Source: an optimization exercise on an open RTL-to-GDS flow (aim: small area). Production flows keep margins and buffers that such runs may drop. Function was checked by simulation only, so behaviour that the tests miss may differ from the original. Power is estimated from default activity; no workload was simulated.

==> flow/design.v (excerpt) <==
module cbs_window_quad (
    input  wire        clk,
    input  wire        rst,
    input  wire        trig,
    input  wire [15:0] cfg_len,
    input  wire        cfg_sinc3,
    input  wire [3:0]  bits,
    input  wire [63:0] cal_ofs,
    input  wire [79:0] cal_gain,
    input  wire [3:0]  cal_valid,
    input  wire [3:0]  offset_bin,
    output wire        ready,
    output reg         done,
    output wire [63:0] code,
    output wire [3:0]  clamp,
    output wire [3:0]  cal_inv,
    output wire [15:0] len_out
);
Settings: LEC_CHECK=0, CAP_MARGIN=20, CORE_MARGIN=2, CORE_UTILIZATION=70, CTS_BUF_LIST=sky130_fd_sc_hd__clkbuf_8 sky130_fd_sc_hd__clkbuf_16, CTS_CLUSTER_DIAMETER=70, CTS_CLUSTER_SIZE=32, PLACE_DENSITY=0.82, SLEW_MARGIN=20; clock period 15.0 ns.
standard.sh (not shown) runs the stock make flow with config.mk's settings and CLKGATE_MAP_FILE= SYNTH_SCRIPT=/design/flow/synth_recipe.tcl, a recipe that flattens the netlist after the stock synthesis.
==> flow/flow/run.sh <==
#!/bin/bash
# Custom flow: the standard flow with two changes that do not touch the
# design, its registers or its constraints:
#  - synthesis maps the logic with the ABC script in abc_map.script
#    (an area-recovering &nf mapping) instead of ORFS's abc_speed.script;
#  - port buffers use the smallest buffer cell.
# Everything else (scripts, settings, power grid, taps) is ORFS's own.
set -euo pipefail
HERE=$(pwd)
rm -rf "$HERE/scripts_mod"
cp -r "$FLOW_HOME/scripts" "$HERE/scripts_mod"
cp "$HERE/flow/abc_map.script" "$HERE/scripts_mod/abc_speed.script"
bash standard.sh SCRIPTS_DIR="$HERE/scripts_mod" \
    BUFFER_PORTS_ARGS="-buffer_cell sky130_fd_sc_hd__buf_1" finish > standard.log 2>&1
==> flow/flow/abc_map.script <==
strash
&get -n
&fraig -x
&put
scorr
dc2
dretime
strash
&get -n
&dch -f
&nf {D}
&put
buffer -c
topo
stime -c
upsize -c
dnsize -c
Then changed:
--- a/flow/design.v
+++ b/flow/design.v
@@ -165,42 +165,49 @@
                 assign psum[17:PS] = pbase[17:PS];
             end
             always @(posedge clk)
                 pfx[ch] <= cwr[ch] ? {~cal_valid[ch-1], nclamp, ncode} : psum;
         end
     end endgenerate
-    reg        pp_on;
+    reg        pp_on, pre;
     reg [4:0]  s;
     reg [2:0]  gch;
-    wire       pre = (gch == 3'd7);
     wire [43:0] dcap = acc[4];
     wire gu_load  = pp_on && !pre && (s == 5'd0);
     wire gu_step  = pp_on && !pre && (s != 5'd0) && (s != 5'd21);
     wire gu_final = pp_on && !pre && (s == 5'd21);
     reg  du_load;
     always @(posedge clk)
         du_load <= last_rr || (pp_on && !pre && s == 5'd3);
     wire fin      = gu_load && gch == 3'd4;
     always @(posedge clk) begin
-        if (rel0) begin
-            s   <= 5'd5;
-            gch <= 3'd7;
-        end else begin
-            s <= (s == 5'd21) ? 5'd0 : s + 5'd1;
-            if (s == 5'd21)
-                gch <= gch + 3'd1;
-        end
         if (rst) begin
             pp_on <= 1'b0;
             done  <= 1'b0;
         end else begin
             done <= fin;
-            if (rel0)
+            if (rel0) begin
                 pp_on <= 1'b1;
-            else if (fin)
-                pp_on <= 1'b0;
+                pre   <= 1'b1;
+                s     <= 5'd1;
+                gch   <= 3'd0;
+            end else if (pp_on) begin
+                if (pre) begin
+                    if (s == 5'd17) begin
+                        pre <= 1'b0;
+                        s   <= 5'd0;
+                    end else
+                        s <= s + 5'd1;
+                end else if (fin) begin
+                    pp_on <= 1'b0;
+                end else if (s == 5'd21) begin
+                    s   <= 5'd0;
+                    gch <= gch + 3'd1;
+                end else
+                    s <= s + 5'd1;
+            end
         end
     end
     reg [43:0] du_r;
     reg [16:0] du_q;
     reg  [1:0] du_ch;
     always @(posedge clk)
Result:
- global-route usage barely changes
- sequential share of layout area stays flat
- design area climbs by 0.70%
- power rose by 1.9%
- core utilization drops by 0.49 points

---

cbs_window_quad, a different RTL version from the one above (not shown whole).
For scale: ~4100 cells after synthesis, roughly 270 I/O pins, roughly 0.041 mm^2 of cells after synthesis.
export LEC_CHECK = 0
export CAP_MARGIN = 20
export CORE_MARGIN = 2
export CORE_UTILIZATION = 70
export CTS_BUF_LIST = sky130_fd_sc_hd__clkbuf_8 sky130_fd_sc_hd__clkbuf_16
export CTS_CLUSTER_DIAMETER = 70
export CTS_CLUSTER_SIZE = 32
export PLACE_DENSITY = 0.75
export SLEW_MARGIN = 20
create_clock -name core_clock -period 15.0 [get_ports {clk}]
Scripts as last shown in full above: flow/flow/run.sh, flow/flow/abc_map.script
The baseline finished clean.
==> next run, changes <==
--- a/flow/design.v
+++ b/flow/design.v
@@ -112,27 +112,26 @@
             last_rr <= 1'b0;
             last_r3 <= 1'b0;
         end else begin
             last_r  <= last;
             last_rr <= last_r;
             last_r3 <= last_rr;
         end
     end
     reg  [43:0] acc [0:4];
     reg  [4:0]  cp;
     reg  [17:0] pfx [0:4];
     reg  [4:0]  fz;            
-    wire [4:0]  rel;           
-    wire [4:1]  cwr;           
-    reg         rel0, rel4;
+    reg  [4:0]  rel;           
+    reg  [4:1]  cwr;           
     wire [4:0]  bsel5 = {1'b1, bits_r};
     reg         tick_r;
     always @(posedge clk)
         tick_r <= (start || open) && !rst;
     wire [15:0] ncode;
     wire        nclamp;
     genvar ch;
     generate for (ch = 0; ch < 5; ch = ch + 1) begin : g_acc
         wire        hold = fz[ch] && !rel[ch];
         wire        on   = tick_r && bsel5[ch];
         wire        zb   = !hold && (first_r || rel[ch]);
         wire [43:0] abase = zb ? 44'd0 : acc[ch];
@@ -303,32 +302,36 @@
                 gz <= znx;
         end
         gcur <= gnext;
     end
     wire [18:0] kh   = K[37:19];
     wire        low0 = (K[17:0] == 18'd0);
     wire        inc  = K[37] ? (K[18] && (!gz || !low0)) : K[18];
     wire [18:0] nv   = kh + {18'd0, inc};
     wire        sat  = (nv[18:15] != 4'b0000) && (nv[18:15] != 4'b1111);
     wire [15:0] nc   = sat ? (nv[18] ? 16'h8000 : 16'h7fff) : nv[15:0];
     assign ncode  = nc ^ {obsel, 15'd0};
     assign nclamp = sat;
+    wire [1:0] gn1 = gch[1:0] + 2'd1;
     always @(posedge clk) begin
         if (rst) begin
             fz <= 5'd0;
         end else if (last_r) begin
             fz <= 5'b11111;
         end else begin
             fz <= fz & ~rel;
         end
-        rel0 <= last_rr;
-        rel4 <= pp_on && !pre && s == 5'd20 && gch == 3'd3;
+        rel[0] <= last_rr;
+        rel[1] <= pp_on && !pre && s == 5'd3 && gn1 == 2'd1 && gch != 3'd4;
+        rel[2] <= pp_on && !pre && s == 5'd3 && gn1 == 2'd2 && gch != 3'd4;
+        rel[3] <= pp_on && !pre && s == 5'd3 && gn1 == 2'd3 && gch != 3'd4;
+        rel[4] <= pp_on && !pre && s == 5'd20 && gch == 3'd3;
+        cwr[1] <= pp_on && !pre && s == 5'd21 && gch == 3'd0;
+        cwr[2] <= pp_on && !pre && s == 5'd21 && gch == 3'd1;
+        cwr[3] <= pp_on && !pre && s == 5'd21 && gch == 3'd2;
+        cwr[4] <= pp_on && !pre && s == 5'd21 && gch == 3'd3;
     end
-    assign rel = {rel4, du_load && du_ch == 2'd3, du_load && du_ch == 2'd2,
-                  du_load && du_ch == 2'd1, rel0};
-    assign cwr = {gu_load && gch == 3'd4, gu_load && gch == 3'd3,
-                  gu_load && gch == 3'd2, gu_load && gch == 3'd1};
     assign code    = {pfx[4][15:0], pfx[3][15:0], pfx[2][15:0], pfx[1][15:0]};
     assign clamp   = {pfx[4][16], pfx[3][16], pfx[2][16], pfx[1][16]};
     assign cal_inv = {pfx[4][17], pfx[3][17], pfx[2][17], pfx[1][17]};
     assign len_out = len_cap;
 endmodule
After rerunning: Total power is higher by 1.0%. Fmax is lower by 1.5%. Non-clock buffer count is higher by 12. Cell area is higher by 0.56%. Register-to-register slack loses 0.22 ns. First-iteration DRC count is lower by 5.2%. Utilization is higher by 0.43 points. Sequential cell count is higher by 7.

---

Setup of v6:
cbs_window_quad, a different RTL version from the one above (not shown whole).
Size in the first run: roughly 4200 cells after synthesis, roughly 0.041 sq mm of cells after synthesis.
Settings: LEC_CHECK=0, CAP_MARGIN=20, CORE_MARGIN=2, CORE_UTILIZATION=70, CTS_BUF_LIST=sky130_fd_sc_hd__clkbuf_8 sky130_fd_sc_hd__clkbuf_16, CTS_CLUSTER_DIAMETER=60, CTS_CLUSTER_SIZE=30, PLACE_DENSITY=0.75, SLEW_MARGIN=20; clock period 15.0 ns.
Scripts as last shown in full above: flow/flow/run.sh, flow/flow/abc_map.script
Relative to v6, the following input files were edited for v7:
--- a/flow/design.v
+++ b/flow/design.v
@@ -56,23 +56,23 @@
     input  wire [15:0] cfg_len,
     input  wire        cfg_sinc3,
     input  wire [3:0]  bits,
     input  wire [63:0] cal_ofs,
     input  wire [79:0] cal_gain,
     input  wire [3:0]  cal_valid,
     input  wire [3:0]  offset_bin,
     output wire        ready,
     output reg         done,
     output wire [63:0] code,
     output wire [3:0]  clamp,
-    output wire [3:0]  cal_inv,
+    output reg  [3:0]  cal_inv,
     output wire [15:0] len_out
 );
     reg        open;
     reg        sinc3;
     reg [15:0] mreg;       
     reg [1:0]  r3;         
     reg [15:0] pc;         
     reg [1:0]  phase;
     reg [28:0] wgt;        
     reg [15:0] bv;         
     reg [15:0] len_cap;
@@ -175,23 +175,23 @@
         if (ch == 0) begin : g_p0
             always @(posedge clk)
                 pfx[ch] <= {17'd0, hold && on && wgt[0]};
         end else begin : g_pc
             wire [17:0] pbase = (hold && first_r) ? 18'd0 : pfx[ch];
             wire [13:0] padd  = (on && hold) ? wgt[13:0] : 14'd0;
             wire [13:0] plo;
             wire        pco;
             cbs_rca #(14) p (.a(pbase[13:0]), .b(padd), .ci(1'b0), .s(plo), .co(pco));
             wire [3:0]  phi = pbase[17:14] + {3'd0, pco};
             always @(posedge clk)
-                pfx[ch] <= cwr[ch] ? {~cal_valid[ch-1], nclamp, ncode} : {phi, plo};
+                pfx[ch] <= cwr[ch] ? {1'b0, nclamp, ncode} : {phi, plo};
         end
     end endgenerate
     reg        pp_on, pre;
     reg [4:0]  s;
     reg [2:0]  gch;
     wire [43:0] dcap = acc[4];
     wire gu_load  = pp_on && !pre && (s == 5'd0);
     wire gu_step  = pp_on && !pre && (s != 5'd0) && (s != 5'd21);
     wire gu_final = pp_on && !pre && (s == 5'd21);
     reg  du_load;
     always @(posedge clk)
@@ -319,35 +319,37 @@
         end
         gcur <= gnext;
     end
     wire [18:0] kh   = K[37:19];
     wire        low0 = (K[17:0] == 18'd0);
     wire        inc  = K[37] ? (K[18] && (!gz || !low0)) : K[18];
     wire [18:0] nv   = kh + {18'd0, inc};
     wire        sat  = (nv[18:15] != 4'b0000) && (nv[18:15] != 4'b1111);
     wire [15:0] nc   = sat ? (nv[18] ? 16'h8000 : 16'h7fff) : nv[15:0];
     assign ncode  = nc ^ {obsel, 15'd0};
     assign nclamp = sat;
+    always @(posedge clk)
+        if (fin)
+            cal_inv <= ~cal_valid;
     wire [1:0] gn1 = gch[1:0] + 2'd1;
     always @(posedge clk) begin
         if (rst) begin
             fz <= 5'd0;
         end else if (last_r) begin
             fz <= 5'b11111;
         end else begin
             fz <= fz & ~rel;
         end
         rel[0] <= last_rr;
         rel[1] <= pp_on && !pre && s == 5'd3 && gn1 == 2'd1 && gch != 3'd4;
         rel[2] <= pp_on && !pre && s == 5'd3 && gn1 == 2'd2 && gch != 3'd4;
         rel[3] <= pp_on && !pre && s == 5'd3 && gn1 == 2'd3 && gch != 3'd4;
         rel[4] <= pp_on && !pre && s == 5'd20 && gch == 3'd3;
         cwr[1] <= pp_on && !pre && s == 5'd21 && gch == 3'd0;
         cwr[2] <= pp_on && !pre && s == 5'd21 && gch == 3'd1;
         cwr[3] <= pp_on && !pre && s == 5'd21 && gch == 3'd2;
         cwr[4] <= pp_on && !pre && s == 5'd21 && gch == 3'd3;
     end
     assign code    = {pfx[4][15:0], pfx[3][15:0], pfx[2][15:0], pfx[1][15:0]};
     assign clamp   = {pfx[4][16], pfx[3][16], pfx[2][16], pfx[1][16]};
-    assign cal_inv = {pfx[4][17], pfx[3][17], pfx[2][17], pfx[1][17]};
     assign len_out = len_cap;
 endmodule
==> run summary <==
v6 → v7: total power of the final layout now smaller, number of cells in the design after placement now smaller. Min final critical-path setup slack across v6 and v7: v7. v7 gives more wire length of the first global-routing pass than v6 did. Status: post-layout instance area parity (v6, v7). v7 went all the way through synthesis, placement and routing and the layout is clean on timing, DRC and antenna. Of v6 and v7, the lower average wire per standard cell belongs to v7. In v7 the routing usage on met2 turned out 1.8 points lower than in v6. v7 ends up with higher portion of the clock cycle consumed by the worst path in the final layout than v6 does. v7 vs v6 — maximum clock rate dropped slightly. Clock network area share delta (v6 -> v7): insignificant. In v7 the buffer count excluding the clock tree in the final layout turned out 3 lower than in v6.

==> what the ideal ports hide <==
No port has a modelled driver above. Below, the same layouts with a new extraction and two added sets of constraints.
Step 1 sets driving cells, clkbuf_16 on the clock port and buf_2 on the other inputs (assumed; they add their load-dependent delay and slew).
Step 2 adds t to the input delays and takes it off the output delays; t is the mean of the earliest and latest rising clock arrival at the registers after step 1. Input paths then give back, and output paths get back, about the clock's delay inside the block.
Three values: ideal ports, drivers, drivers and shift; two values: the first two.
| run | t (ns) | setup WS [ns] | hold slack, ns | worst slew at a driven data input, ns |
|---|---|---|---|---|
| the first run of note 1 | 0.661 | 1.060 / 1.060 / 1.060 | 0.449 / 0.449 / 0.449 | 0.06 |
| the second run of note 1 | 0.657 | 0.935 / 0.935 / 0.935 | 0.440 / 0.440 / 0.440 | 0.07 |
| the first run of note 2 | 0.653 | 1.028 / 1.028 / 1.028 | 0.447 / 0.447 / 0.447 | 0.09 |
| the second run of note 2 | 0.644 | 0.811 / 0.811 / 0.811 | 0.402 / 0.402 / 0.402 | 0.07 |
| v6 | 0.675 | 0.980 / 0.980 / 0.980 | 0.451 / 0.451 / 0.451 | 0.06 |
| v7 | 0.667 | 0.845 / 0.845 / 0.845 | 0.422 / 0.422 / 0.422 | 0.08 |
After both steps setup and hold are still met in every run listed.
